What follows belongs to an exercise in optimizing a design on an open flow for small area, a short achievable clock period and few clock cycles; a production flow would make more cautious choices. In this exercise RTL edits were held to simulation tests only and were not proved equivalent to the original. Power is estimated from default activity; no workload was simulated.

==> flow/design.v, too long to show whole: its modules and the start of the top module <==
// module lay_dpu: 467 lines
// module lay_mul: 985 lines
// module lay_add57: 380 lines
// module lay_add25: 138 lines
// module lay_cmp24: 52 lines
module lay_dpu (
    input  wire        clk,
    input  wire        rst,           
    input  wire        cmd_valid,
    output wire        cmd_ready,
    input  wire [5:0]  cmd_op,
    input  wire [1:0]  cmd_acc,       
    input  wire [1:0]  cmd_lanes,     
    input  wire [1:0]  cmd_part,      
    input  wire [2:0]  cmd_t,         
    input  wire        cmd_sat,
    input  wire        cmd_rnd,       
    input  wire        cmd_int,       
    input  wire        cmd_trk,       
    input  wire [23:0] cmd_a,
    input  wire [23:0] cmd_b,
    input  wire [23:0] cmd_c,
    input  wire [23:0] cmd_d,
    input  wire [23:0] cmd_e,
    output reg         rsp_valid,
    output reg  [23:0] rsp_data,
    output reg         rsp_annul,
    output reg  [5:0]  rsp_flags,
    output reg  [4:0]  rsp_bx
);
  // ...
==> flow/flow/run.sh <==
#!/bin/bash
# Layout flow: the standard flow (standard.sh), with ORFS's timing
# repair asked to leave a setup margin (so that it sizes and buffers the
# paths that set the achieved period) and the ports buffered with buf_4.
export SETUP_SLACK_MARGIN=14.5
export BUFFER_PORTS_ARGS="-buffer_cell sky130_fd_sc_hd__buf_4"
bash standard.sh > standard.log 2>&1
==> flow/standard.sh <==
#!/bin/bash
# synth_recipe.tcl (not shown) runs the flow's synth.tcl, then flattens the netlist and writes it again
# the make line also repeats each setting of config.mk as NAME=value (left out here)
make -C /OpenROAD-flow-scripts/flow DESIGN_CONFIG=/design/flow/config.mk WORK_HOME=/design/flow/orfs CLKGATE_MAP_FILE= SYNTH_SCRIPT=/design/flow/synth_recipe.tcl "${@:-finish}"
==> flow/config.mk <==
export PLATFORM = sky130hd
export DESIGN_NAME = lay_dpu
export DESIGN_NICKNAME = lay_dpu
export VERILOG_FILES = /design/flow/design.v
export SDC_FILE = /design/flow/constraint.sdc
export NUM_CORES = 8
export LEC_CHECK = 0
export CAP_MARGIN = 20
export CORE_MARGIN = 2
export CORE_UTILIZATION = 30
export PLACE_DENSITY = 0.5
export SLEW_MARGIN = 20
==> flow/constraint.sdc <==
create_clock -name core_clock -period 20.0 [get_ports {clk}]
set_input_delay 4.0000 -clock core_clock [delete_from_list [all_inputs] [get_ports {clk}]]
set_output_delay 4.0000 -clock core_clock [all_outputs]
set_load 0.01 [all_outputs]
==> run_results.csv, run 1 <==
group,metric,value,unit
layout,mostFrequentLayoutCell,"sky130_fd_sc_hd__nand2_1",
global_routing,overflow,0,
synth,synth-seq-area-share,25.3,%
layout,finalNonFillerCells,9718,
clock_tree,post-cts-setup-buffers,1,
synth,synth_seq_cells,688,
clock_tree,cts_inserted_buffers,79,
synth,cell_types_occupying_the_most_area_after_synthesis,"sky130_fd_sc_hd__dfxtp_1 18%, sky130_fd_sc_hd__fa_1 9.5%, sky130_fd_sc_hd__edfxtp_1 7.7%",
worst_setup_path,timing.critical_path.arrival,6.16,ns
worst_setup_path,timing_worst_setup_path_type,"input port to flop",
pwr,report.power.total,9.37,mW
worst_setup_path,ff_to_ff_path_depth,13,
layout,antenna-diode-count,11,
layout,num-nonclk-buffers,469,
layout,area.share.sequential,22.3,%
synth,synth_top_family_by_area,"compound AO/OA/AOI/OAI gates",
worst_setup_path,path_common_cell,"sky130_fd_sc_hd__buf_4",
synth,post_synth_mux_area_share,8.61,%
hold_path,hold_path_depth,0,
timing,fin_crit_period,5.52,ns
global_routing,number_of_global_route_vias_before_repair,56436,
route,firstDrtPassIters,9,
synth,ys_dominant_reg_cell,"sky130_fd_sc_hd__dfxtp_1",
status,run_status,"complete, no violations",
floorplan,initial_utilization,30.3,%
worst_setup_path,timing.rr.start,"b0[10]",
worst_setup_path,critical_path.top_delay_family,"compound AO/OA/AOI/OAI gates",
timing,fmaxAchievable,0.181,GHz
Testbench counts, summed over its fixed seeds: cycles 11,502.
==> run 2: changes to the inputs <==
==> flow/flow/run.sh (replaced) <==
#!/bin/bash
# Layout flow: the standard flow (standard.sh), with ORFS's timing
# repair asked to leave a setup margin (so that it sizes and buffers the
# paths that set the achieved period) and the ports buffered with buf_4.
export SETUP_SLACK_MARGIN=15.5
export BUFFER_PORTS_ARGS="-buffer_cell sky130_fd_sc_hd__buf_4"
bash standard.sh > standard.log 2>&1
==> run 2 against run 1 <==
Global-route usage increased by 1.4 points. Synthesized cell count unchanged. Worst hold slack about the same. Critical path type is now flop to output pin. Still clean. Core utilization increased by 4.1 points. Non-clock buffer count increased by 336. Design area increased by 12%. Combinational power increased by 15%.
==> run_results.csv, run 2 <==
group,metric,value,unit
floorplan,fp.dieW,453,µm
pwr,power_per_cell_area,132,nW/µm²
layout,layout_common_cells,"585 x sky130_fd_sc_hd__nand2_1, 542 x sky130_fd_sc_hd__inv_1, 493 x sky130_fd_sc_hd__buf_4",
synth,ys_dominant_reg_cell,"sky130_fd_sc_hd__dfxtp_1",
placement,postPlaceCellArea,65900,µm²
floorplan,chipHeight,453,µm
pwr,pwr-share-comb,68.6,%
route,detail_route.wirelength,328,mm
floorplan,initial_utilization,30.3,%
synth,ys_top_cells_by_count,"624 x sky130_fd_sc_hd__nand2_1, 570 x sky130_fd_sc_hd__inv_1, 532 x sky130_fd_sc_hd__dfxtp_1",
layout,mostFrequentLayoutCell,"sky130_fd_sc_hd__nand2_1",
worst_setup_path,worst-endpoint-required,16.00,ns
timing,fin_crit_period,5.29,ns
floorplan,die_area,206000,µm²
route,drt_first_iter_violations,8514,
global_routing,overflow,0,
clock_tree,clock_transition_at_the_registers_of_the_reported_paths,0.06,ns
timing,tns,0,ns
synth,synth-seq-area-share,25.3,%
worst_setup_path,cp_num_buf_inv,1,
worst_setup_path,timing.critical_path.arrival,1.29,ns
synth,synth_edf_count,156,
clock_tree,cts_tree,"built",
pwr,power_leakage,30.8,nW
timing,worst_slew_margin_rel,9.94,%
timing,slew_violations,0,
floorplan,core,200000,µm²
synth,synthesis.area,60600,µm²
worst_setup_path,timing_worst_setup_path_type,"flop to output pin",
clock_tree,cts.hold.buffers_added,0,
worst_setup_path,timing.critical_path.cells,"buf_6",
pwr,power.share.switching,51.5,%
route,postRouteAntennaNets,0,
clock_tree,cell_at_the_root_of_the_clock_tree,"sky130_fd_sc_hd__clkbuf_16",
route,wl_per_cell,32.5,µm
placement,post-dp-hpwl,212,mm
synth,proportion_of_synthesized_flip_flops_having_asynchronous_set_or_reset,0,%
worst_setup_path,critical_path.top_delay_family,"flip-flops",
synth,avgSynthCellArea,8.60,µm²
timing,layout_worst_path_cycle_share,26.5,%
run,timing.max_cap.violations,0,
timing,worst-slew-pin-transition,1.34,ns
status,run_status,"complete, no violations",
clock_tree,cts_inserted_buffers,79,
layout,nNetsFinal,8046,
placement,placement.io_buffers,179,
synth,synth.net_count,7755,
synth,synth_largest_area_cell,"sky130_fd_sc_hd__dfxtp_1",
timing,skew_final,0.0625,ns
worst_setup_path,max_stage_delay,0.42,ns
synth,synth_most_common_cell,"sky130_fd_sc_hd__nand2_1",
timing,fmaxAchievable,0.189,GHz
floorplan,rows,164,
pwr,irDropWorstVdd,159,µV
layout,finalInstanceArea,77200,µm²
synth,count_of_warnings_emitted_by_yosys,1,
route,drt-vias-per-instance,6.13,
worst_setup_path,timing.critical_path.slowest_stage_cell,"sky130_fd_sc_hd__edfxtp_1",
pwr,p_sw,5.27,mW
global_routing,first_pass_grt_wire_length,451,mm
pwr,power_report.internal_total,4.96,mW
layout,final_layout_size_suffix_gt1_share,23.5,%
synth,synth_seq_cells,688,
pwr,p_clk_share,14.5,%
synth,cell_types_occupying_the_most_area_after_synthesis,"sky130_fd_sc_hd__dfxtp_1 18%, sky130_fd_sc_hd__fa_1 9.5%, sky130_fd_sc_hd__edfxtp_1 7.7%",
synth,netlist-cell-type-count,112,
pwr,power.share.sequential,16.9,%
global_routing,groute.usage.overall,30.2,%
timing,finalHoldViolCount,0,
worst_setup_path,setup_crit_end_kind,"output pin",
timing,report.final.setup_viol,0,
global_routing,largest_net_degree_at_the_start_of_global_routing,169,
route,drc_errors,0,
hold_path,hp-class,"flop to flop",
clock_tree,cts_buffer_depth,3,
layout,fill_cells,20210,
clock_tree,htree_levels,3,
timing,unrepaired_setup_endpoints_after_global_routing,"yes",
layout,syn_to_final_growth,27.3,%
synth,synth_largest_type_area_fraction,17.6,%
floorplan,io-pin-count,180,
clock_tree,total_clock_sinks,688,
placement,gp_congestion,1.05,
route,via_count,61695,
worst_setup_path,timing.critical_path.fanout_max,1,
worst_setup_path,setup.worst_path.start_class,"flop",
clock_tree,clk_latency,0.75,ns
global_routing,grt_antenna_before_repair,26,
synth,postSynthCellCount,7049,
route,firstDrtPassIters,7,
global_routing,number_of_global_route_vias_before_repair,59493,
## run 2: cell counts after synthesis
No cell type changed its count.
## run 2: logic make-up after synthesis
group           count (synthesis)  share of synthesized area, %
fa+ha+maj                     564                          15.2
xor+xnor                      476                          6.88
mux                           385                          8.61
flops                         688                          25.3
simple gates                 1633                          12.5
buf+inv                      1193                          7.60
compound gates               2110                          23.9
## run 2: layout make-up
| class | instances | area [µm²] | area share [%] |
|---|---|---|---|
| inverter | 583 | 2260 | 2.93 |
| multi-input combinational | 5183 | 44900 | 58.1 |
| tap | 2656 | 3320 | 4.31 |
| clock buffer | 106 | 2180 | 2.82 |
| clock inverter | 37 | 423 | 0.548 |
| timing repair buffer | 805 | 8690 | 11.3 |
| sequential | 688 | 15400 | 20.0 |
| antenna | 13 | 32.5 | 0.0421 |
## run 2: stage by stage
stage / util (%) / cells / hold slack (ns) / setup slack (ns) / total power [mW]
3_5_place_dp: 32.9 / 9537 / 0.322 / 13.91 / 7.39
3_3_place_gp: 32.9 / 9536 / 0.315 / 13.69 / 7.29
2_1_floorplan: - / 7049 / 0.310 / 15.06 / 4.95
6_report: 38.5 / 10071 / 0.327 / 14.71 / 10.2
5_1_grt: 38.5 / 10058 / 0.334 / 14.69 / 10.7
4_1_cts: 37.0 / 9932 / 0.329 / 14.67 / 9.58
## run 2: path summary, 6_finish.rpt
check                           slack (ns)  cells past startpoint          from           end
worst max register to register       14.82                     22     acc_t[25]       zv2[21]
worst min register to register        0.33                      0        annul2     rsp_annul
worst min-delay path                  0.33                      0        annul2     rsp_annul
worst max-delay path                 14.71                      1  rsp_flags[5]  rsp_flags[5]
## run 2: power by group through the flow
stage          Combinational (mW)  Clock [mW]  Sequential, mW
5_1_grt                      7.42        1.56            1.74
6_report                     7.02        1.48            1.73
3_5_place_dp                 5.63           0            1.76
4_1_cts                      6.34        1.51            1.73
3_3_place_gp                 5.54           0            1.76
2_1_floorplan                3.25           0            1.71
## run 2: metal layers
layer  vias up  routed length, µm  GRT usage, %
li1      25993                  -             -
met1     30442             127000          38.5
met2      4064             138000          45.2
met3      1188              34300          7.56
met4         8              28200          20.0
met5         -                 54        0.0700
## run 2: timing repair
action                                  in CTS  in global routing
gates resized for setup                    805                382
cloned                                      31                 21
setup buffers                              221                104
endpoints found under the setup margin     448                423
pin swaps                                  252                257
==> module lay_dpu, before the edit <==
module lay_dpu (
    input  wire        clk,
    input  wire        rst,           
    input  wire        cmd_valid,
    output wire        cmd_ready,
    input  wire [5:0]  cmd_op,
    input  wire [1:0]  cmd_acc,       
    input  wire [1:0]  cmd_lanes,     
    input  wire [1:0]  cmd_part,      
    input  wire [2:0]  cmd_t,         
    input  wire        cmd_sat,
    input  wire        cmd_rnd,       
    input  wire        cmd_int,       
    input  wire        cmd_trk,       
    input  wire [23:0] cmd_a,
    input  wire [23:0] cmd_b,
    input  wire [23:0] cmd_c,
    input  wire [23:0] cmd_d,
    input  wire [23:0] cmd_e,
    output reg         rsp_valid,
    output reg  [23:0] rsp_data,
    output reg         rsp_annul,
    output reg  [5:0]  rsp_flags,
    output reg  [4:0]  rsp_bx
);
    localparam OP_NOP   = 6'd0,  OP_MOV   = 6'd1,  OP_ADD   = 6'd2,
               OP_SUB   = 6'd3,  OP_CMP   = 6'd4,  OP_NEG   = 6'd5,
               OP_ABS   = 6'd6,  OP_MIN   = 6'd7,  OP_MAX   = 6'd8,
               OP_AND   = 6'd9,  OP_OR    = 6'd10, OP_XOR   = 6'd11,
               OP_NOT   = 6'd12, OP_TST   = 6'd13, OP_SHL   = 6'd14,
               OP_SHR   = 6'd15, OP_SHRL  = 6'd16, OP_CLAMP = 6'd17,
               OP_LERP  = 6'd18, OP_TLU   = 6'd19, OP_SCALE = 6'd20,
               OP_SCALEA= 6'd21, OP_STA   = 6'd22, OP_LDA   = 6'd23,
               OP_RDP   = 6'd24, OP_WRP   = 6'd25, OP_CLRA  = 6'd26,
               OP_MPY   = 6'd27, OP_MAC   = 6'd28, OP_MSU   = 6'd29,
               OP_RDF   = 6'd30, OP_WRF   = 6'd31, OP_RDBX  = 6'd32,
               OP_BXCLR = 6'd33;
    localparam FC = 0, FV = 1, FN = 2, FZ = 3, FS = 4, FBV = 5;
    reg        v0, rdy_q;
    reg [1:0]  k0;                    
    reg [5:0]  op0;
    reg [1:0]  n0, ln0, pt0;
    reg [2:0]  t0;
    reg        sat0, rnd0, int0, trk0;
    reg [23:0] a0, b0, c0, d0, e0;
    reg        x24;                   
    reg        lt0, lerp0;            
    reg        hz0, hz2_0;            
    reg        as_sub0, negabs0;      
    reg        msu0;
    reg        nrdy_o;
    assign cmd_ready = ~nrdy_o;
    wire in_mul   = (cmd_op == OP_MPY) | (cmd_op == OP_MAC) | (cmd_op == OP_MSU);
    wire in_multi = in_mul & ((cmd_lanes == 2'd1 & ~cmd_acc[0]) |
                              (cmd_lanes == 2'd2 & cmd_acc == 2'd0));
    wire in_lt    = (cmd_op == OP_LERP) | (cmd_op == OP_TLU);
    wire in_sc    = (cmd_op == OP_SCALE) | (cmd_op == OP_SCALEA);
    wire bx_hz2   = v0 & (((op0 == OP_STA) & trk0) | (op0 == OP_BXCLR));
    wire bx_hz    = bx_hz2 | (v1 & ((c_sta & trk1) | c_bxclr));
    wire [1:0] klast0 = hz2_0 ? 2'd2 : (hz0 | lt0 | ln0 == 2'd1) ? 2'd1 : 2'd3;
    always @(posedge clk) begin
        if (rst) begin
            v0    <= 1'b0;
            rdy_q  <= 1'b1;
            nrdy_o <= 1'b0;
            k0     <= 2'd0;
        end else if (!rdy_q) begin
            k0     <= k0 + 2'd1;
            rdy_q  <= (k0 + 2'd1 == klast0);
            nrdy_o <= ~(k0 + 2'd1 == klast0);
        end else begin
            v0     <= cmd_valid;
            k0     <= 2'd0;
            rdy_q  <= ~(cmd_valid & (in_multi | in_lt | (in_sc & bx_hz)));
            nrdy_o <= cmd_valid & (in_multi | in_lt | (in_sc & bx_hz));
        end
    end
    wire [24:0] lt_p = lerp0 ? {a0[23], a0} : {c0[23], c0};
    wire [24:0] lt_q = lerp0 ? {c0[23], c0} : {b0[23], b0};
    wire [24:0] lt_diff;
    lay_add25 u_ltd (.a(lt_p), .b(~lt_q), .cin(1'b1), .s(lt_diff));
    wire [7:0]  tlu_f   = (int0 | a0[23]) ? 8'd0 : a0[14:7];
    always @(posedge clk) begin
        pt0  <= cmd_part;
        trk0 <= cmd_trk;
        if (rdy_q) begin
            sat0    <= cmd_sat;
            t0      <= cmd_t;
            hz0     <= in_sc & bx_hz;
            hz2_0   <= in_sc & bx_hz2;
            rnd0    <= cmd_rnd;
            op0     <= cmd_op;
            n0      <= cmd_acc;
            ln0     <= cmd_lanes;
            int0    <= cmd_int;
            a0      <= cmd_a;
            b0      <= cmd_b;
            c0      <= cmd_c;
            d0      <= cmd_d;
            e0      <= cmd_e;
            x24     <= cmd_b[23];
            lt0     <= in_lt;
            lerp0   <= (cmd_op == OP_LERP);
            msu0    <= (cmd_op == OP_MSU);
            negabs0 <= (cmd_op == OP_NEG) | (cmd_op == OP_ABS);
            as_sub0 <= ~((cmd_op == OP_ADD) | (cmd_op == OP_ABS & ~cmd_a[23]));
        end else if (lt0) begin
            int0 <= 1'b1;
            a0   <= lerp0 ? b0 : {16'd0, tlu_f};
            b0   <= lt_diff[23:0];
            x24  <= lt_diff[24];
            if (!lerp0) c0 <= b0;
        end else if (!hz0) begin
            b0  <= c0;
            x24 <= c0[23];
            c0  <= d0;
            d0  <= e0;
        end
    end
    wire mul_s1   = (op0 == OP_MPY) | (op0 == OP_MAC) | (op0 == OP_MSU);
    wire lok_s1   = (ln0 == 2'd0) | (ln0 == 2'd1 & ~n0[0]) | (ln0 == 2'd2 & n0 == 2'd0);
    wire rwp_s1   = (op0 == OP_RDP) | (op0 == OP_WRP);
    wire annul_s1 = (op0 > OP_BXCLR) | (mul_s1 & ~lok_s1) | (rwp_s1 & pt0 == 2'd3);
    wire [24:0] mx   = int0 ? {x24, b0} : {b0, 1'b0};
    wire        mneg = msu0;
    wire [24:0] mye = {a0, 1'b0};
    wire [11:0] bneg, bone, btwo;
    genvar gi;
    generate
        for (gi = 0; gi < 12; gi = gi + 1) begin : g_booth
            assign bneg[gi] = mye[2*gi+2] ^ mneg;
            assign bone[gi] = mye[2*gi+1] ^ mye[2*gi];
            assign btwo[gi] = (mye[2*gi+2] & ~mye[2*gi+1] & ~mye[2*gi]) |
                              (~mye[2*gi+2] & mye[2*gi+1] & mye[2*gi]);
        end
    endgenerate
    wire [56:0] ms, mc;
    lay_mul u_mul (.x(mx), .neg(bneg), .one(bone), .two(btwo), .s(ms), .c(mc));
    wire [23:0] as_x = negabs0 ? 24'd0 : a0;
    wire [23:0] as_y = (negabs0 ? a0 : b0) ^ {24{as_sub0}};
    wire [24:0] as_s;
    lay_add25 u_as (.a({1'b0, as_x}), .b({1'b0, as_y}), .cin(as_sub0), .s(as_s));
    wire as_ov  = (as_x[23] == as_y[23]) & (as_s[23] != as_x[23]);
    wire [23:0] as_lim = as_x[23] ? 24'h800000 : 24'h7FFFFF;
    wire [23:0] as_r   = (as_ov & sat0) ? as_lim : as_s[23:0];
    wire [23:0] a0f = {~a0[23], a0[22:0]};
    wire [23:0] b0f = {~b0[23], b0[22:0]};
    wire [23:0] c0f = {~c0[23], c0[22:0]};
    wire a_ge_b, a_ge_c, c_ge_b;
    lay_cmp24 u_cab (.a(a0f), .b(~b0f), .cin(1'b1), .co(a_ge_b));
    lay_cmp24 u_cac (.a(a0f), .b(~c0f), .cin(1'b1), .co(a_ge_c));
    lay_cmp24 u_ccb (.a(c0f), .b(~b0f), .cin(1'b1), .co(c_ge_b));
    wire a_lt_b = ~a_ge_b;
    wire c_gt_a = ~a_ge_c;
    wire c_lt_b = ~c_ge_b;
    wire [23:0] clamp_r = c_gt_a ? (c_lt_b ? c0 : b0) : (a_lt_b ? a0 : b0);
    reg [23:0] r_s1;
    reg        v_s1, c_s1, s_s1, wv_s1, wc_s1, zr_s1;
    always @* begin
        r_s1  = a0;
        v_s1  = 1'b0;
        c_s1  = 1'b0;
        s_s1  = 1'b0;
        wv_s1 = 1'b0;
        wc_s1 = 1'b0;
        zr_s1 = 1'b0;
        case (op0)
            OP_ADD, OP_SUB: begin
                r_s1  = as_r;
                v_s1  = as_ov;
                s_s1  = as_ov & sat0;
                c_s1  = as_s[24] ^ as_sub0;
                wv_s1 = 1'b1;
                wc_s1 = 1'b1;
            end
            OP_NEG, OP_ABS: begin
                r_s1  = as_r;
                v_s1  = as_ov;
                s_s1  = as_ov & sat0;
                wv_s1 = 1'b1;
            end
            OP_CMP: begin
                r_s1  = as_s[23:0];
                v_s1  = as_ov;
                c_s1  = ~as_s[24];
                wv_s1 = 1'b1;
                wc_s1 = 1'b1;
                zr_s1 = 1'b1;
            end
            OP_MIN:   r_s1 = a_lt_b ? a0 : b0;
            OP_MAX:   r_s1 = a_lt_b ? b0 : a0;
            OP_AND:   begin r_s1 = a0 & b0; wv_s1 = 1'b1; end
            OP_TST:   begin r_s1 = a0 & b0; wv_s1 = 1'b1; zr_s1 = 1'b1; end
            OP_OR:    begin r_s1 = a0 | b0; wv_s1 = 1'b1; end
            OP_XOR:   begin r_s1 = a0 ^ b0; wv_s1 = 1'b1; end
            OP_NOT:   begin r_s1 = ~a0;     wv_s1 = 1'b1; end
            OP_CLAMP: begin
                r_s1  = clamp_r;
                c_s1  = (clamp_r != c0);
                wv_s1 = 1'b1;
                wc_s1 = 1'b1;
            end
            OP_LERP, OP_TLU: r_s1 = c0;    
            default:  r_s1 = a0;
        endcase
    end
    wire [4:0] cnt_s1 = (b0[4:0] > 5'd24) ? 5'd24 : b0[4:0];
    wire [5:0] sh_s1  = {1'b0, bx_q} - {3'b000, t0};      
    wire [4:0] shamt_s1 = (op0 == OP_SHL) ? cnt_s1 :
                          (op0 == OP_SHR | op0 == OP_SHRL) ? 5'd24 - cnt_s1 :
                          ~sh_s1[5] ? sh_s1[4:0] :
                          (op0 == OP_SCALE) ? sh_s1[4:0] + 5'd24 : sh_s1[4:0] + 5'd8;
    wire [1:0] tg_s1  = n0 + (hz0 ? 2'd0 : k0);
    wire ok = ~annul_s1;
    reg        v1, last1, first1, int1, sat1, rnd1, trk1, annul1;
    reg        vf1, cf1, sf1, wv1, wc1, zr1;
    reg        c_alu, c_shl, c_shr, c_shrl, c_scale, c_scla, c_lerp, c_tlu,
               c_sta, c_lda, c_rdp, c_wrp, c_clra, c_mul, c_acc, c_rdf,
               c_wrf, c_rdbx, c_bxclr;
    reg [3:0]  ts1;                   
    reg [1:0]  pt1;
    reg [4:0]  shamt;
    reg        sh_neg, cnz1;
    reg [23:0] r1;                    
    reg [56:0] ms1, mc1;
    reg [55:0] acc_t;                 
    always @(posedge clk) begin
        if (rst) v1 <= 1'b0;
        else     v1 <= v0 & ~((lt0 | hz0) & ~rdy_q);
        last1   <= rdy_q;
        first1  <= (k0 == 2'd0);
        ts1     <= 4'b0001 << tg_s1;
        pt1     <= pt0;
        shamt   <= shamt_s1;
        sh_neg  <= sh_s1[5];
        int1    <= int0;
        sat1    <= sat0;
        rnd1    <= rnd0;
        trk1    <= trk0;
        annul1  <= annul_s1;
        c_alu   <= (op0 >= OP_MOV && op0 <= OP_CLAMP && op0 != OP_SHL &&
                    op0 != OP_SHR && op0 != OP_SHRL);
        c_shl   <= (op0 == OP_SHL);
        c_shr   <= (op0 == OP_SHR) | (op0 == OP_SHRL);
        c_shrl  <= (op0 == OP_SHRL);
        c_scale <= (op0 == OP_SCALE);
        c_scla  <= (op0 == OP_SCALEA);
        c_lerp  <= (op0 == OP_LERP);
        c_tlu   <= (op0 == OP_TLU);
        c_sta   <= (op0 == OP_STA);
        c_lda   <= (op0 == OP_LDA);
        c_rdp   <= (op0 == OP_RDP) & ok;
        c_wrp   <= (op0 == OP_WRP) & ok;
        c_clra  <= (op0 == OP_CLRA);
        c_mul   <= mul_s1 & ok;
        c_acc   <= (op0 == OP_MAC) | (op0 == OP_MSU);
        c_rdf   <= (op0 == OP_RDF);
        c_wrf   <= (op0 == OP_WRF);
        c_rdbx  <= (op0 == OP_RDBX);
        c_bxclr <= (op0 == OP_BXCLR);
        vf1     <= v_s1;
        cf1     <= c_s1;
        sf1     <= s_s1;
        wv1     <= wv_s1;
        wc1     <= wc_s1;
        zr1     <= zr_s1;
        cnz1    <= (cnt_s1 != 5'd0);
        r1      <= r_s1;
        ms1     <= ms;
        mc1     <= mc;
    end
    reg [55:0] acc0, acc1, acc2, acc3;
    reg        vacc_q;                
    reg        bv;                    
    wire [56:0] add_a = ({57{c_acc}}  & {acc_t[55], acc_t}) |
                        ({57{c_lerp}} & {{10{r1[23]}}, r1, rnd1, 22'd0}) |
                        ({57{c_tlu}}  & {25'd0, r1, rnd1, 7'd0});
    wire [56:0] csa_s = add_a ^ ms1 ^ mc1;
    wire [56:0] csa_c = (add_a & ms1) | (add_a & mc1) | (ms1 & mc1);
    wire [56:0] sum;
    lay_add57 u_add (.a(csa_s), .b({csa_c[55:0], 1'b0}), .cin(1'b0), .s(sum));
    wire lim_hi = ~sum[56] & (sum[55] | sum[54]);
    wire lim_lo =  sum[56] & ~(sum[55] & sum[54]);
    wire [55:0] mul_w = lim_hi ? {2'b00, {54{1'b1}}} :
                        lim_lo ? {2'b11, {54{1'b0}}} : sum[55:0];
    wire mul_hit = lim_hi | lim_lo;
    wire lerp_ov = ~((&sum[56:46]) | ~(|sum[56:46]));
    wire [23:0] lerp_r = (lerp_ov & sat1) ? (sum[56] ? 24'h800000 : 24'h7FFFFF) : sum[46:23];
    wire [23:0] tlu_r  = sum[31:8];
    wire [63:0] sh_in = c_scla ? {{8{acc_t[55]}}, acc_t} :
                        c_shrl ? {40'd0, r1} : {{40{r1[23]}}, r1};
    wire [63:0] sh_y  = sh_in << shamt;
    wire [23:0] eq24;
    wire [56:0] eq56;
    assign eq24[23] = 1'b1;
    assign eq56[56] = 1'b1;
    genvar gj;
    generate
        for (gj = 22; gj >= 0; gj = gj - 1) begin : g_eq24
            assign eq24[gj] = eq24[gj+1] & (r1[gj] == r1[23]);
        end
        for (gj = 55; gj >= 0; gj = gj - 1) begin : g_eq56
            assign eq56[gj] = eq56[gj+1] & (acc_t[gj] == acc_t[55]);
        end
    endgenerate
    wire ov24 = (shamt == 5'd0) ? 1'b0 :
                (shamt == 5'd24) ? ~(eq24[0] & ~r1[23]) : ~eq24[5'd23 - shamt];
    wire ov56 = ~eq56[6'd54 - {1'b0, shamt}];
    wire [23:0] shl_r  = (ov24 & sat1) ? (r1[23] ? 24'h800000 : 24'h7FFFFF) : sh_y[23:0];
    wire [23:0] shr_r  = sh_y[47:24];
    wire [55:0] scla_w = sh_neg ? sh_y[63:8] :
                         ov56 ? (acc_t[55] ? {2'b11, {54{1'b0}}} : {2'b00, {54{1'b1}}}) :
                         sh_y[55:0];
    wire [33:0] sta_v  = {acc_t[55], acc_t[55:23]} + {33'd0, rnd1};    
    wire sta_ovi = ~((&acc_t[55:23]) | ~(|acc_t[55:23]));
    wire sta_ovf = ~((&sta_v[33:24]) | ~(|sta_v[33:24]));
    wire sta_ov  = int1 ? sta_ovi : sta_ovf;
    wire sta_sg  = int1 ? acc_t[55] : sta_v[33];
    wire [23:0] sta_raw = int1 ? acc_t[23:0] : sta_v[24:1];
    wire        sta_sat = sta_ov & sat1;
    wire [23:0] sta_r = sta_sat ? (sta_sg ? 24'h800000 : 24'h7FFFFF) : sta_raw;
    wire [23:0] rdp_r = (pt1 == 2'd0) ? {{16{acc_t[55]}}, acc_t[55:48]} :
                        (pt1 == 2'd1) ? acc_t[47:24] : acc_t[23:0];
    wire [55:0] ld_w = (c_lda & int1) ? {{32{r1[23]}}, r1} : {{8{r1[23]}}, r1, 24'd0};
    wire [55:0] oth_w = c_scla ? scla_w :
                        (c_wrp & pt1 == 2'd0) ? {r1[7:0], acc_t[47:0]} :
                        (c_wrp & pt1 == 2'd2) ? {acc_t[55:24], r1} : ld_w;
    wire [55:0] acc_w = c_mul ? mul_w : oth_w;
    wire        wr_t  = c_mul | c_lda | c_wrp | (c_scla & bv);
    wire sc_l = c_scale & bv & ~sh_neg;      
    wire sc_r = c_scale & bv &  sh_neg;      
    wire [23:0] zv_s2 =
        ({24{c_alu | c_wrf}}     & r1)     |
        ({24{c_shl | sc_l}}      & shl_r)  |
        ({24{c_shr | sc_r}}      & shr_r)  |
        ({24{c_scale & ~bv}}     & r1)     |
        ({24{c_lerp}}            & lerp_r) |
        ({24{c_tlu}}             & tlu_r)  |
        ({24{c_sta}}             & sta_r)  |
        ({24{c_rdp}}             & rdp_r);
    wire scla_do = c_scla & bv;
    wire vacc_n  = (first1 ? 1'b0 : vacc_q) | mul_hit;
    wire w_zn  = c_alu | c_shl | c_shr | c_lerp | c_tlu | c_sta | (c_scale & bv);
    wire w_v   = (c_alu & wv1) | c_shl | c_shr | (c_scale & bv) | scla_do |
                 c_lerp | c_sta | c_mul;
    wire v_val = (c_alu & vf1) | ((c_shl | sc_l) & ov24) | (scla_do & ~sh_neg & ov56) |
                 (c_lerp & lerp_ov) | (c_sta & sta_ov) | (c_mul & vacc_n);
    wire w_c   = (c_alu & wc1) | ((c_shl | c_shr) & cnz1);
    wire c_val = (c_alu & cf1) | (c_shl & sh_y[24]) | (c_shr & sh_y[23]);
    wire s_set = (c_alu & sf1) | ((c_shl | sc_l) & ov24 & sat1) |
                 (scla_do & ~sh_neg & ov56) | (c_lerp & lerp_ov & sat1) |
                 (c_sta & sta_sat) | (c_mul & vacc_n);
    wire [3:0] ts_s1 = 4'b0001 << tg_s1;
    reg  [55:0] acc_s1;
    always @* begin
        case (tg_s1)
            2'd0:    acc_s1 = acc0;
            2'd1:    acc_s1 = acc1;
            2'd2:    acc_s1 = acc2;
            default: acc_s1 = acc3;
        endcase
    end
    wire byp_w = v1 & wr_t & ((ts1 & ts_s1) != 4'd0);
    wire byp_c = v1 & c_clra & ((r1[3:0] & ts_s1) != 4'd0);
    always @(posedge clk)
        acc_t <= byp_w ? acc_w : (byp_c ? 56'd0 : acc_s1);
    reg        v2, annul2, rz2, rdf2, rdbx2, wzn2, scla2, zsc2, nsc2;
    reg        wv2, vv2, wc2, cv2, ss2, trk2, bxclr2, wrf2;
    reg [23:0] zv2;
    always @(posedge clk) begin
        if (rst) begin
            acc0   <= 56'd0;
            acc1   <= 56'd0;
            acc2   <= 56'd0;
            acc3   <= 56'd0;
            bv     <= 1'b0;
            v2     <= 1'b0;
        end else begin
            v2 <= v1 & last1;
            if (v1) begin
                if (wr_t & ts1[0]) acc0 <= acc_w; else if (c_clra & r1[0]) acc0 <= 56'd0;
                if (wr_t & ts1[1]) acc1 <= acc_w; else if (c_clra & r1[1]) acc1 <= 56'd0;
                if (wr_t & ts1[2]) acc2 <= acc_w; else if (c_clra & r1[2]) acc2 <= 56'd0;
                if (wr_t & ts1[3]) acc3 <= acc_w; else if (c_clra & r1[3]) acc3 <= 56'd0;
                vacc_q <= vacc_n;
                if (c_sta & trk1) bv <= 1'b1;
                if (c_bxclr)      bv <= 1'b0;
                if (c_wrf)        bv <= r1[FBV];
            end
        end
        annul2 <= annul1;
        rz2    <= zr1 | annul1 | c_wrf;
        rdf2   <= c_rdf;
        rdbx2  <= c_rdbx;
        wzn2   <= w_zn;
        scla2  <= scla_do;
        zsc2   <= (scla_w == 56'd0);
        nsc2   <= scla_w[55];
        wv2    <= w_v;
        vv2    <= v_val;
        wc2    <= w_c;
        cv2    <= c_val;
        ss2    <= s_set;
        trk2   <= c_sta & trk1;
        bxclr2 <= c_bxclr;
        wrf2   <= c_wrf;
        zv2    <= zv_s2;
    end
    reg [5:0]  f_q;
    reg [4:0]  bx_q;
    wire [31:0] rsb_d = {zv2[22:0] ^ {23{zv2[23]}}, 9'h100};
    wire        rsb_z4 = ~|rsb_d[31:16];
    wire [15:0] rsb_d4 = rsb_z4 ? rsb_d[15:0] : rsb_d[31:16];
    wire        rsb_z3 = ~|rsb_d4[15:8];
    wire [7:0]  rsb_d3 = rsb_z3 ? rsb_d4[7:0] : rsb_d4[15:8];
    wire        rsb_z2 = ~|rsb_d3[7:4];
    wire [3:0]  rsb_d2 = rsb_z2 ? rsb_d3[3:0] : rsb_d3[7:4];
    wire        rsb_z1 = ~|rsb_d2[3:2];
    wire [1:0]  rsb_d1 = rsb_z1 ? rsb_d2[1:0] : rsb_d2[3:2];
    wire        rsb_z0 = ~rsb_d1[1];
    wire [4:0]  rsb    = {rsb_z4, rsb_z3, rsb_z2, rsb_z1, rsb_z0};
    reg  [5:0] f_n;
    reg  [4:0] bx_n;
    always @* begin
        f_n  = f_q;
        bx_n = bx_q;
        if (wzn2) begin
            f_n[FZ] = (zv2 == 24'd0);
            f_n[FN] = zv2[23];
        end
        if (scla2) begin
            f_n[FZ] = zsc2;
            f_n[FN] = nsc2;
        end
        if (wv2) f_n[FV] = vv2;
        if (wc2) f_n[FC] = cv2;
        if (ss2) f_n[FS] = 1'b1;
        if (trk2) begin
            f_n[FBV] = 1'b1;
            if (rsb < bx_q) bx_n = rsb;
        end
        if (bxclr2) begin
            f_n[FBV] = 1'b0;
            bx_n = 5'd23;
        end
        if (wrf2) f_n = zv2[5:0];
    end
    always @(posedge clk) begin
        if (rst) begin
            f_q       <= 6'd0;
            bx_q      <= 5'd23;
            rsp_valid <= 1'b0;
        end else begin
            rsp_valid <= v2;
            if (v2) begin
                f_q       <= f_n;
                bx_q      <= bx_n;
                rsp_flags <= f_n;
                rsp_bx    <= bx_n;
            end
        end
        rsp_data  <= rdf2  ? {18'd0, f_q} :
                     rdbx2 ? {19'd0, bx_q} :
                     rz2   ? 24'd0 : zv2;
        rsp_annul <= annul2;
    end
endmodule
==> run 3: changes to the inputs <==
--- a/flow/design.v
+++ b/flow/design.v
@@ -117,6 +117,8 @@
             d0  <= e0;
         end
     end
+    reg rst_q;
+    always @(posedge clk) rst_q <= rst;
     wire mul_s1   = (op0 == OP_MPY) | (op0 == OP_MAC) | (op0 == OP_MSU);
     wire lok_s1   = (ln0 == 2'd0) | (ln0 == 2'd1 & ~n0[0]) | (ln0 == 2'd2 & n0 == 2'd0);
     wire rwp_s1   = (op0 == OP_RDP) | (op0 == OP_WRP);
@@ -153,7 +155,10 @@
     wire a_lt_b = ~a_ge_b;
     wire c_gt_a = ~a_ge_c;
     wire c_lt_b = ~c_ge_b;
-    wire [23:0] clamp_r = c_gt_a ? (c_lt_b ? c0 : b0) : (a_lt_b ? a0 : b0);
+    wire clamp_c = c_gt_a & c_lt_b;           
+    wire clamp_a = ~c_gt_a & a_lt_b;
+    wire clamp_b = ~clamp_c & ~clamp_a;
+    wire [23:0] clamp_r = clamp_c ? c0 : (clamp_a ? a0 : b0);
     reg [23:0] r_s1;
     reg        v_s1, c_s1, s_s1, wv_s1, wc_s1, zr_s1;
     always @* begin
@@ -196,7 +201,7 @@
             OP_NOT:   begin r_s1 = ~a0;     wv_s1 = 1'b1; end
             OP_CLAMP: begin
                 r_s1  = clamp_r;
-                c_s1  = (clamp_r != c0);
+                c_s1  = ~(clamp_c | (clamp_b & (b0 == c0)) | (clamp_a & (a0 == c0)));
                 wv_s1 = 1'b1;
                 wc_s1 = 1'b1;
             end
@@ -225,7 +230,7 @@
     reg [56:0] ms1, mc1;
     reg [55:0] acc_t;                 
     always @(posedge clk) begin
-        if (rst) v1 <= 1'b0;
+        if (rst_q) v1 <= 1'b0;
         else     v1 <= v0 & ~((lt0 | hz0) & ~rdy_q);
         last1   <= rdy_q;
         first1  <= (k0 == 2'd0);
@@ -368,7 +373,7 @@
     reg        wv2, vv2, wc2, cv2, ss2, trk2, bxclr2, wrf2;
     reg [23:0] zv2;
     always @(posedge clk) begin
-        if (rst) begin
+        if (rst_q) begin
             acc0   <= 56'd0;
             acc1   <= 56'd0;
             acc2   <= 56'd0;
@@ -446,7 +451,7 @@
         if (wrf2) f_n = zv2[5:0];
     end
     always @(posedge clk) begin
-        if (rst) begin
+        if (rst_q) begin
             f_q       <= 6'd0;
             bx_q      <= 5'd23;
             rsp_valid <= 1'b0;
==> flow/flow/run.sh (replaced) <==
#!/bin/bash
# Layout flow: the standard flow (standard.sh), with ORFS's timing
# repair asked to leave a setup margin (so that it sizes and buffers the
# paths that set the achieved period) and the ports buffered with buf_4.
export SETUP_SLACK_MARGIN=14.8
export BUFFER_PORTS_ARGS="-buffer_cell sky130_fd_sc_hd__buf_4"
bash standard.sh > standard.log 2>&1
==> run 3 against run 2 <==
Worst setup slack better by 0.0035 ns. Flip-flop and latch count up 1. Count of clock-buffer cells in the layout decreased by 6. Die area fell by 0.67%. Area after synthesis fell by 0.67%. Combinational power shrank 7.0%. Non-clock buffer count is 299 lower. Final cell count fell by 4.8%. Clock skew down 0.014 ns. Register-to-register slack got worse by 0.11 ns. Critical path type is now flop to flop.
==> run_results.csv, run 3 <==
group,metric,value,unit
floorplan,die_area,204000,µm²
timing,skew_final,0.0487,ns
clock_tree,cts_buffer_depth,3,
timing,report.final.setup_viol,0,
worst_setup_path,critical_path.endpoint,"zv2[3]",
synth,netlist-cell-type-count,120,
floorplan,fp.dieW,452,µm
worst_setup_path,timing_worst_setup_path_type,"flop to flop",
clock_tree,total_clock_sinks,689,
synth,ys_top_cells_by_count,"588 x sky130_fd_sc_hd__inv_1, 570 x sky130_fd_sc_hd__nand2_1, 533 x sky130_fd_sc_hd__dfxtp_1",
timing,slew_violations,0,
placement,gp_congestion,1.07,
global_routing,globalRouteMet2Util,41.8,%
global_routing,grt-busiest-layer,"met2",
synth,avgSynthCellArea,8.80,µm²
pwr,p_sw,5.09,mW
worst_setup_path,setup.worst_path.start,"acc_t[31]",
layout,layout_common_cells,"585 x sky130_fd_sc_hd__inv_1, 564 x sky130_fd_sc_hd__nand2_1, 497 x sky130_fd_sc_hd__dfxtp_1",
pwr,power.share.sequential,17.9,%
timing,finalHoldViolCount,0,
pwr,p_clk_share,15.6,%
route,drc_errors,0,
clock_tree,clk_latency,0.75,ns
layout,mostFrequentLayoutCell,"sky130_fd_sc_hd__inv_1",
timing,fmaxAchievable,0.189,GHz
pwr,power_report.internal_total,4.74,mW
pwr,power.share.switching,51.7,%
route,drt-vias-per-instance,5.99,
layout,nNetsFinal,7568,
layout,finalNonFillerCells,9587,
layout,fill_cells,20556,
worst_setup_path,timing.critical_path.fanout_max,11,
timing,worst-slew-pin-transition,1.29,ns
placement,dp_cells,9337,
route,detail_route.wirelength,294,mm
layout,syn_to_final_growth,15.9,%
global_routing,global_route.usage.met1,35.4,%
worst_setup_path,setup_crit_end_kind,"flop",
clock_tree,cts_tree,"built",
synth,synth_most_common_cell,"sky130_fd_sc_hd__inv_1",
synth,synth_edf_count,156,
clock_tree,htree_levels,3,
placement,post-dp-hpwl,199,mm
floorplan,core,200000,µm²
timing,layout_worst_path_cycle_share,26.4,%
route,drt_first_iter_violations,7619,
floorplan,initial_utilization,30.2,%
floorplan,rows,164,
synth,synthesis.area,60200,µm²
global_routing,overflow,0,
worst_setup_path,timing.rr.start,"acc_t[31]",
synth,synth.net_count,7548,
floorplan,chipHeight,452,µm
global_routing,gr-usage-met3,6.94,%
synth,synth_seq_cells,689,
worst_setup_path,critical_r2r_capture,"zv2[3]",
worst_setup_path,ff_to_ff_path_depth,21,
pwr,pwr-share-comb,66.5,%
pwr,report.power.total,9.83,mW
pwr,irDropWorstVdd,168,µV
placement,placement.io_buffers,179,
timing,unrepaired_setup_endpoints_after_global_routing,"yes",
global_routing,first_pass_grt_wire_length,411,mm
placement,postPlaceCellArea,65100,µm²
synth,synth_largest_area_cell,"sky130_fd_sc_hd__dfxtp_1",
global_routing,groute.usage.overall,27.5,%
synth,synth_largest_type_area_fraction,17.7,%
timing,worst_slew_margin_rel,13.0,%
timing,tns,0,ns
hold_path,hp-class,"flop to flop",
clock_tree,cts_inserted_buffers,80,
clock_tree,clock_transition_at_the_registers_of_the_reported_paths,0.06,ns
timing,whs,0.334,ns
synth,synth-seq-area-share,25.5,%
synth,postSynthCellCount,6840,
global_routing,grt_antenna_before_repair,30,
worst_setup_path,worst-endpoint-required,20.56,ns
status,run_status,"complete, no violations",
synth,cell_types_occupying_the_most_area_after_synthesis,"sky130_fd_sc_hd__dfxtp_1 18%, sky130_fd_sc_hd__fa_1 9.6%, sky130_fd_sc_hd__edfxtp_1 7.8%",
worst_setup_path,timing.critical_path.arrival,5.85,ns
floorplan,io-pin-count,180,
route,via_count,57452,
route,firstDrtPassIters,7,
route,wl_per_cell,30.7,µm
layout,finalInstanceArea,69800,µm²
worst_setup_path,setup.worst_path.start_class,"flop",
synth,count_of_warnings_emitted_by_yosys,1,
route,postRouteAntennaNets,0,
synth,ys_dominant_reg_cell,"sky130_fd_sc_hd__dfxtp_1",
clock_tree,cts.hold.buffers_added,0,
global_routing,largest_net_degree_at_the_start_of_global_routing,89,
clock_tree,cell_at_the_root_of_the_clock_tree,"sky130_fd_sc_hd__clkbuf_16",
synth,proportion_of_synthesized_flip_flops_having_asynchronous_set_or_reset,0,%
pwr,power_leakage,28.1,nW
run,timing.max_cap.violations,0,
pwr,power_per_cell_area,141,nW/µm²
layout,final_layout_size_suffix_gt1_share,16.5,%
worst_setup_path,worst-r2r-setup-slack,14.71,ns
global_routing,number_of_global_route_vias_before_repair,54841,
timing,fin_crit_period,5.29,ns
-- run 3: kinds of logic after synthesis --
logic type                 after synthesis  synth area share [%]
AOI/OAI and AO/OA                     2018                  23.5
xor gates and xnor gates               475                  6.91
adders and majority gates              566                  15.4
buffers and inverters                 1177                  7.56
DFF                                    689                  25.5
muxes                                  433                  9.60
and+or+nand+nor                       1482                  11.5
-- run 3: area by class of cell --
cell class	instances	area, µm²	share of cell area [%]
diodes	10	25.0	0.0359
clock buffers	100	2210	3.17
clock inverters	43	467	0.669
inverters	596	2240	3.21
multi-input cells	4987	41800	59.9
flip-flops and latches	689	15400	22.1
well taps	2656	3320	4.76
repair buffers	506	4290	6.15
-- run 3: repair_timing --
item / 4_1_cts / 5_1_grt
cloned: 7 / 10
setup buffers: 19 / 61
resized for setup: 110 / 131
pin swaps: 19 / 42
endpoints found under the setup margin: 369 / 362
-- run 3: per-stage QoR --
| step | setup WS [ns] | utilization (%) |
|---|---|---|
| detailed placement | 13.77 | 32.6 |
| floorplan | 14.88 | - |
| CTS | 14.72 | 34.3 |
| global placement | 13.76 | 32.6 |
| global route | 14.67 | 34.9 |
| finish | 14.71 | 34.9 |
-- run 3: routing by layer --
| layer | share of wire, % | vias to the layer above |
|---|---|---|
| met4 | 6.8 | 10 |
| met5 | 0.032 | - |
| met1 | 39 | 28367 |
| met2 | 43 | 3566 |
| met3 | 11 | 917 |
| li1 | - | 24592 |
-- run 3: worst min-delay path by stage --
stage / startpoint / endpoint / slack [ns] / cells past startpoint
2_1_floorplan: c_rdbx / rdbx2 / 0.31 / 0
3_3_place_gp: annul2 / rsp_annul / 0.32 / 0
3_5_place_dp: c_rdf / rdf2 / 0.32 / 0
4_1_cts: c_rdf / rdf2 / 0.33 / 0
5_1_grt: c_rdf / rdf2 / 0.34 / 0
6_report: c_rdf / rdf2 / 0.33 / 0
-- run 3: power by group through the flow --
stage | clock network, mW | logic (mW) | registers, mW
after floorplan | 0 | 3.27 | 1.71
after global placement | 0 | 5.89 | 1.79
after detailed placement | 0 | 5.93 | 1.79
after CTS | 1.56 | 6.06 | 1.76
after global routing | 1.62 | 6.93 | 1.77
final | 1.54 | 6.53 | 1.76
-- run 3: worst max-delay path: stages (launching register included) --
cell	delay, ns
sky130_fd_sc_hd__dfxtp_1	0.33
sky130_fd_sc_hd__buf_12	0.17
sky130_fd_sc_hd__a222oi_1	0.79
sky130_fd_sc_hd__fa_2	0.60
sky130_fd_sc_hd__inv_1	0.08
sky130_fd_sc_hd__ha_2	0.31
sky130_fd_sc_hd__o221a_4	0.16
sky130_fd_sc_hd__a221oi_4	0.36
sky130_fd_sc_hd__o211ai_4	0.22
sky130_fd_sc_hd__buf_6	0.17
sky130_fd_sc_hd__buf_4	0.12
sky130_fd_sc_hd__a2111o_1	0.40
sky130_fd_sc_hd__nand3_4	0.08
sky130_fd_sc_hd__nand4_1	0.10
sky130_fd_sc_hd__buf_4	0.17
sky130_fd_sc_hd__o41ai_4	0.23
sky130_fd_sc_hd__buf_4	0.20
sky130_fd_sc_hd__a41oi_4	0.04
sky130_fd_sc_hd__buf_12	0.18
sky130_fd_sc_hd__buf_12	0.15
sky130_fd_sc_hd__nand2b_4	0.11
sky130_fd_sc_hd__o311ai_4	0.12
Testbench counts of run 3, summed over its fixed seeds: cycles 11,502.
==> run 4: changes to the inputs <==
==> flow/flow/run.sh (replaced) <==
#!/bin/bash
# Layout flow: the standard flow (standard.sh), with ORFS's timing
# repair asked to leave a setup margin (so that it sizes and buffers the
# paths that set the achieved period) and the ports buffered with buf_4.
export SETUP_SLACK_MARGIN=14.5
export BUFFER_PORTS_ARGS="-buffer_cell sky130_fd_sc_hd__buf_4"
bash standard.sh > standard.log 2>&1
==> run 4 against run 3 <==
Still clean. Core utilization down 0.72 points. Via count is 1.8% lower. Critical path depth fell by 5. Area after synthesis did not move. Wire length fell by 2.2%. Critical path type unchanged. Highest routed layer unchanged.
==> run_results.csv, run 4 <==
group,metric,value,unit
status,run_status,"complete, no violations",
synth,ys_dominant_reg_cell,"sky130_fd_sc_hd__dfxtp_1",
layout,mostFrequentLayoutCell,"sky130_fd_sc_hd__inv_1",
clock_tree,cell_at_the_root_of_the_clock_tree,"sky130_fd_sc_hd__clkbuf_16",
layout,final_layout_size_suffix_gt1_share,14.6,%
synth,synth_most_common_cell,"sky130_fd_sc_hd__inv_1",
timing,fmaxAchievable,0.179,GHz
route,firstDrtPassIters,8,
clock_tree,cts_tree,"built",
worst_setup_path,max_stage_delay,0.69,ns
clock_tree,clk_latency,0.73,ns
worst_setup_path,timing_worst_setup_path_type,"flop to flop",
global_routing,groute.usage.overall,27.1,%
floorplan,core,200000,µm²
timing,unrepaired_setup_endpoints_after_global_routing,"yes",
worst_setup_path,timing.critical_path.slowest_stage_cell,"sky130_fd_sc_hd__dfxtp_4",
synth,synth-seq-area-share,25.5,%
floorplan,initial_utilization,30.2,%
run,timing.max_cap.violations,0,
timing,fin_crit_period,5.58,ns
layout,final_core_utilization,34.2,%
synth,count_of_warnings_emitted_by_yosys,1,
timing,slew_violations,0,
worst_setup_path,timing.critical_path.cells,"inv_1 -> ha_1 -> buf_4 -> nor2b_4 -> o211a_1 -> o221ai_1 -> or3_1 -> o211a_1 -> o32ai_2 -> o21ai_2 -> buf_4 -> o31ai_1 -> a21oi_1 -> nor4_1 -> nand4_1 -> a211oi_2",
hold_path,hp-class,"flop to flop",
worst_setup_path,critical_path.top_delay_family,"compound AO/OA/AOI/OAI gates",
global_routing,overflow,0,
floorplan,chipHeight,452,µm
pwr,power_per_cell_area,140,nW/µm²
route,drt-vias-per-instance,5.93,
placement,post-dp-hpwl,199,mm
placement,dp_cells,9337,
synth,cell_types_occupying_the_most_area_after_synthesis,"sky130_fd_sc_hd__dfxtp_1 18%, sky130_fd_sc_hd__fa_1 9.6%, sky130_fd_sc_hd__edfxtp_1 7.8%",
synth,postSynthCellCount,6840,
route,wl_per_cell,30.3,µm
placement,postPlaceCellArea,65100,µm²
timing,tns,0,ns
global_routing,number_of_global_route_vias_before_repair,54574,
clock_tree,cts_inserted_buffers,80,
route,drc_errors,0,
synth,synth.net_count,7548,
global_routing,first_pass_grt_wire_length,407,mm
placement,placement.io_buffers,179,
synth,synth_seq_cells,689,
layout,finalInstanceArea,68300,µm²
floorplan,rows,164,
worst_setup_path,setup.worst_path.start_class,"flop",
clock_tree,cts_buffer_depth,3,
floorplan,die_area,204000,µm²
layout,syn_to_final_growth,13.5,%
timing,worst_slew_margin_rel,13.8,%
route,via_count,56390,
global_routing,largest_net_degree_at_the_start_of_global_routing,89,
route,detail_route.wirelength,288,mm
synth,synth_largest_type_area_fraction,17.7,%
layout,finalNonFillerCells,9504,
route,drt_first_iter_violations,6988,
timing,layout_worst_path_cycle_share,27.9,%
timing,worst-slew-pin-transition,1.28,ns
layout,layout_common_cells,"587 x sky130_fd_sc_hd__inv_1, 569 x sky130_fd_sc_hd__nand2_1, 506 x sky130_fd_sc_hd__dfxtp_1",
floorplan,fp.dieW,452,µm
synth,proportion_of_synthesized_flip_flops_having_asynchronous_set_or_reset,0,%
route,postRouteAntennaNets,0,
layout,nNetsFinal,7485,
clock_tree,clock_transition_at_the_registers_of_the_reported_paths,0.09,ns
worst_setup_path,setup_crit_end_kind,"flop",
timing,report.final.setup_viol,0,
synth,synth_edf_count,156,
clock_tree,htree_levels,3,
pwr,irDropWorstVdd,161,µV
synth,avgSynthCellArea,8.80,µm²
placement,gp_congestion,1.07,
timing,skew_final,0.0499,ns
pwr,power_leakage,27.5,nW
synth,synthesis.area,60200,µm²
global_routing,grt_antenna_before_repair,25,
worst_setup_path,worst-endpoint-required,20.58,ns
synth,synth_largest_area_cell,"sky130_fd_sc_hd__dfxtp_1",
clock_tree,total_clock_sinks,689,
clock_tree,cts.hold.buffers_added,0,
timing,finalHoldViolCount,0,
synth,netlist-cell-type-count,120,
synth,ys_top_cells_by_count,"588 x sky130_fd_sc_hd__inv_1, 570 x sky130_fd_sc_hd__nand2_1, 533 x sky130_fd_sc_hd__dfxtp_1",
worst_setup_path,timing.critical_path.fanout_max,28,
worst_setup_path,cp_num_buf_inv,3,
floorplan,io-pin-count,180,
worst_setup_path,timing.critical_path.arrival,6.16,ns
==> run 4: changes by cell type in the layout (fill, tap and decap cells not counted), sizes merged <==
cell	previous run	this run
clkinvlp	4	5
and2	63	62
o21ai	484	475
clkbuf	105	101
clkinv	23	22
buf	501	432
==> run 4: cell families after synthesis <==
group	after synthesis	synth area share (%)
AOI/OAI and AO/OA	2018	23.5
xor gates and xnor gates	475	6.91
adders and majority gates	566	15.4
buffers and inverters	1177	7.56
DFF	689	25.5
muxes	433	9.60
and+or+nand+nor	1482	11.5
==> run 4: path summary, 6_finish.rpt <==
check	to	from	cells past startpoint	slack (ns)
min reg2reg	rdf2	c_rdf	0	0.33
max	zsc2	shamt[0]	16	14.42
min	rdf2	c_rdf	0	0.33
max reg2reg	zsc2	shamt[0]	16	14.42
==> run 4: stage by stage <==
| stage | total power, mW | hold WS (ns) | setup WS, ns |
|---|---|---|---|
| after global routing | 10.1 | 0.337 | 14.42 |
| final | 9.58 | 0.335 | 14.42 |
| after detailed placement | 7.72 | 0.320 | 13.77 |
| after global placement | 7.68 | 0.316 | 13.76 |
| after CTS | 9.30 | 0.335 | 14.50 |
| after floorplan | 4.98 | 0.310 | 14.88 |
==> run 4: what timing repair did <==
| item | CTS | global route |
|---|---|---|
| setup endpoints to repair | 315 | 320 |
| gates cloned | 1 | 2 |
| setup buffers | 4 | 7 |
| pin swaps | 3 | 12 |
| gates resized for setup | 29 | 68 |
==> run 4: where the power goes <==
part	internal (mW)	leakage (nW)	switching, mW	total, mW
logic	2.12	20.2	4.16	6.28
registers	1.63	6.00	0.128	1.76
clock network	0.852	1.32	0.687	1.54
==> run 4: area by class of cell <==
cell class | instances | area [µm²]
Antenna cell | 10 | 25.0
Fill cell | 20634 | 131000
Tap cell | 2656 | 3320
Timing Repair Buffer | 433 | 3320
Clock inverter | 43 | 467
Multi-Input combinational cell | 4977 | 41300
Sequential cell | 689 | 15400
Clock buffer | 100 | 2210
Inverter | 596 | 2240
==> run 4: per-layer routing <==
| metal | vias to the layer above | GRT usage, % | routed length [µm] |
|---|---|---|---|
| li1 | 24401 | - | - |
| met3 | 766 | 6.90 | 28200 |
| met2 | 3190 | 41.5 | 126000 |
| met4 | 10 | 14.5 | 17400 |
| met1 | 28023 | 35.0 | 116000 |
| met5 | - | 0 | 90 |
==> run 5: changes to the inputs <==
==> flow/flow/run.sh (replaced) <==
#!/bin/bash
# Layout flow: the standard flow (standard.sh), with ORFS's timing
# repair asked to leave a setup margin (so that it sizes and buffers the
# paths that set the achieved period) and the ports buffered with buf_4.
export SETUP_SLACK_MARGIN=15.0
export BUFFER_PORTS_ARGS="-buffer_cell sky130_fd_sc_hd__buf_4"
bash standard.sh > standard.log 2>&1
==> run 5 against run 4 <==
The layout now fails its checks (max-capacitance violations). Final cell count increased by 2.3%. Critical path depth increased by 4. Clock power about the same. Sequential share of layout area decreased by 1.2 points. Sequential power about the same. Combinational power increased by 9.9%. Synthesized cell count unchanged. Die area unchanged. First-iteration DRC count decreased by 2.5%. Flip-flop and latch count unchanged.
==> run_results.csv, run 5 <==
group,metric,value,unit
pwr,power_leakage,29.1,nW
hold_path,hold_path_depth,0,
pwr,power_per_cell_area,141,nW/µm²
layout,layout_common_cells,"584 x sky130_fd_sc_hd__inv_1, 556 x sky130_fd_sc_hd__nand2_1, 478 x sky130_fd_sc_hd__dfxtp_1",
synth,synthesis.area,60200,µm²
timing,worst-slew-pin-transition,1.50,ns
worst_setup_path,timing.critical_path.arrival,5.99,ns
layout,final_layout_size_suffix_gt1_share,19.8,%
route,drc_errors,0,
placement,placement.io_buffers,179,
global_routing,grt_antenna_before_repair,27,
clock_tree,clk_latency,0.76,ns
hold_path,hp-class,"flop to flop",
timing,final_critical_path_setup_slack,14.61,ns
synth,cell_types_occupying_the_most_area_after_synthesis,"sky130_fd_sc_hd__dfxtp_1 18%, sky130_fd_sc_hd__fa_1 9.6%, sky130_fd_sc_hd__edfxtp_1 7.8%",
route,drt-vias-per-instance,5.96,
floorplan,chipHeight,452,µm
synth,synth-seq-area-share,25.5,%
global_routing,overflow,0,
layout,final_core_utilization,36.3,%
clock_tree,htree_levels,3,
route,postRouteAntennaNets,0,
global_routing,groute.usage.overall,28.0,%
timing,layout_worst_path_cycle_share,27.0,%
synth,proportion_of_synthesized_flip_flops_having_asynchronous_set_or_reset,0,%
layout,nNetsFinal,7698,
placement,postPlaceCellArea,65100,µm²
floorplan,io-pin-count,180,
clock_tree,cts_buffer_depth,3,
placement,pre_cts_slack,13.42,ns
clock_tree,cts_tree,"built",
route,detail_route.wirelength,299,mm
pwr,report.power.total,10.2,mW
global_routing,first_pass_grt_wire_length,418,mm
synth,postSynthCellCount,6840,
placement,dp_cells,9333,
placement,gp_congestion,1.03,
clock_tree,cell_at_the_root_of_the_clock_tree,"sky130_fd_sc_hd__clkbuf_16",
global_routing,number_of_global_route_vias_before_repair,55515,
pwr,irDropWorstVdd,209,µV
route,firstDrtPassIters,8,
status,checkFailReasons,"max-capacitance violations",
synth,count_of_warnings_emitted_by_yosys,1,
floorplan,rows,164,
synth,netlist-cell-type-count,120,
synth,ys_top_cells_by_count,"588 x sky130_fd_sc_hd__inv_1, 570 x sky130_fd_sc_hd__nand2_1, 533 x sky130_fd_sc_hd__dfxtp_1",
timing,slew_violations,1,
placement,post-dp-hpwl,201,mm
worst_setup_path,timing.critical_path.fanout_max,26,
layout,finalInstanceArea,72500,µm²
timing,worst_slew_margin_rel,-0.188,%
timing,tns,0,ns
worst_setup_path,setup_crit_end_kind,"flop",
clock_tree,total_clock_sinks,689,
synth,synth_largest_type_area_fraction,17.7,%
layout,mostFrequentLayoutCell,"sky130_fd_sc_hd__inv_1",
worst_setup_path,timing_worst_setup_path_type,"flop to flop",
floorplan,initial_utilization,30.2,%
run,timing.max_cap.violations,1,
status,run_status,"complete, but fails checks",
synth,synth_largest_area_cell,"sky130_fd_sc_hd__dfxtp_1",
route,drt_first_iter_violations,6810,
layout,syn_to_final_growth,20.4,%
timing,fin_crit_period,5.39,ns
timing,fmaxAchievable,0.185,GHz
clock_tree,cts.hold.buffers_added,0,
floorplan,core,200000,µm²
global_routing,largest_net_degree_at_the_start_of_global_routing,89,
synth,synth_most_common_cell,"sky130_fd_sc_hd__inv_1",
timing,skew_final,0.0514,ns
worst_setup_path,ff_to_ff_path_depth,20,
synth,synth_edf_count,156,
floorplan,die_area,204000,µm²
synth,avgSynthCellArea,8.80,µm²
route,wl_per_cell,30.7,µm
layout,finalNonFillerCells,9723,
synth,ys_dominant_reg_cell,"sky130_fd_sc_hd__dfxtp_1",
floorplan,fp.dieW,452,µm
timing,report.final.setup_viol,0,
clock_tree,clock_transition_at_the_registers_of_the_reported_paths,0.07,ns
timing,finalHoldViolCount,0,
route,via_count,57966,
clock_tree,cts_inserted_buffers,79,
synth,synth.net_count,7548,
timing,unrepaired_setup_endpoints_after_global_routing,"yes",
worst_setup_path,worst-endpoint-required,20.60,ns
timing,whs,0.327,ns
worst_setup_path,setup.worst_path.start_class,"flop",
synth,synth_seq_cells,689,
run 5: critical path, cell delays in order, from the launching register on:
cell and delay [ns]:
sky130_fd_sc_hd__dfxtp_2 0.36, sky130_fd_sc_hd__buf_12 0.17, sky130_fd_sc_hd__a222oi_1 0.70, sky130_fd_sc_hd__fa_1 0.56, sky130_fd_sc_hd__inv_2 0.08, sky130_fd_sc_hd__ha_4 0.19, sky130_fd_sc_hd__o21a_1 0.13, sky130_fd_sc_hd__o221a_4 0.29
sky130_fd_sc_hd__a221oi_4 0.35, sky130_fd_sc_hd__o211ai_4 0.18, sky130_fd_sc_hd__buf_4 0.18, sky130_fd_sc_hd__buf_6 0.11, sky130_fd_sc_hd__a31oi_4 0.22, sky130_fd_sc_hd__xnor2_4 0.11, sky130_fd_sc_hd__a2111o_1 0.42, sky130_fd_sc_hd__o41ai_4 0.25
sky130_fd_sc_hd__buf_4 0.20, sky130_fd_sc_hd__o21ai_4 0.07, sky130_fd_sc_hd__buf_12 0.16, sky130_fd_sc_hd__buf_6 0.15, sky130_fd_sc_hd__o311ai_4 0.32
run 5: repair_timing:
| action | CTS | global route |
|---|---|---|
| gates resized for setup | 313 | 320 |
| setup endpoints to repair | 413 | 406 |
| cloned | 21 | 8 |
| pin swaps | 63 | 161 |
| buffers inserted | 107 | 96 |
run 5: cell families after synthesis:
family | count (synthesis) | synth area share, %
buf+inv | 1177 | 7.56
flops | 689 | 25.5
mux | 433 | 9.60
xor+xnor | 475 | 6.91
fa+ha+maj | 566 | 15.4
simple gates | 1482 | 11.5
compound gates | 2018 | 23.5
run 5: power breakdown:
part	leakage (nW)	internal (mW)	total, mW	switching (mW)
combinational	21.8	2.43	6.90	4.47
sequential	6.01	1.64	1.76	0.128
clock	1.32	0.852	1.54	0.687
run 5: worst paths after layout:
check	start	slack, ns	end
min	c_rdbx	0.33	rdbx2
min reg2reg	c_rdbx	0.33	rdbx2
max reg2reg	c_tlu	14.61	zv2[3]
max	c_tlu	14.61	zv2[3]
run 5: per-layer routing:
metal / wire length, µm / part of all wire, % / track usage [%] / up-vias
met1: 116000 / 39 / 35.6 / 28563
met2: 129000 / 43 / 42.4 / 3530
met3: 30400 / 10 / 6.93 / 998
met5: 21 / 0.0070 / 0 / -
li1: - / - / - / 24871
met4: 23200 / 7.8 / 17.6 / 4
run 5: layout make-up:
cell class              count  area (µm²)
fillers                 20186      127000
multi-input cells        4988       42800
flip-flops and latches    689       15400
repair buffers            636        5930
well taps                2656        3320
inverters                 596        2250
clock buffers             103        2220
clock inverters            42         463
diodes                     13        32.5

[re-timing with driven ports]
No port has a modelled driver above. Below, the same layouts with a new extraction and two added sets of constraints.
Step 1, drivers: a clkbuf_16 drives clk and a buf_2 each remaining input, both assumed.
Step 2 adds t to the input delays and takes it off the output delays; t is the mean of the earliest and latest rising clock arrival at the registers after step 1. Input paths then give back, and output paths get back, about the clock's delay inside the block.
a / b / c = ideal / step 1 / step 2; a / b = the first two.
| run | t (ns) | slack for setup (ns) | hold WS [ns] | slew at the worst register clock pin (ns) |
|---|---|---|---|---|
| run 1 | 0.797 | 14.485 / 14.487 / 13.690 | 0.327 / 0.327 / 0.327 | 0.08 / 0.08 |
| run 2 | 0.805 | 14.707 / 14.623 / 14.480 | 0.327 / 0.327 / 0.327 | 0.07 / 0.07 |
| run 3 | 0.802 | 14.710 / 14.664 / 14.701 | 0.334 / 0.334 / 0.334 | 0.09 / 0.09 |
| run 4 | 0.790 | 14.419 / 14.419 / 14.419 | 0.335 / 0.335 / 0.335 | 0.09 / 0.09 |
| run 5 | 0.816 | 14.608 / 14.608 / 14.608 | 0.327 / 0.327 / 0.327 | 0.07 / 0.07 |
For run 1, which loses most, drivers alone change the setup slack by +0.002 ns; drivers and shift together by -0.795 ns.
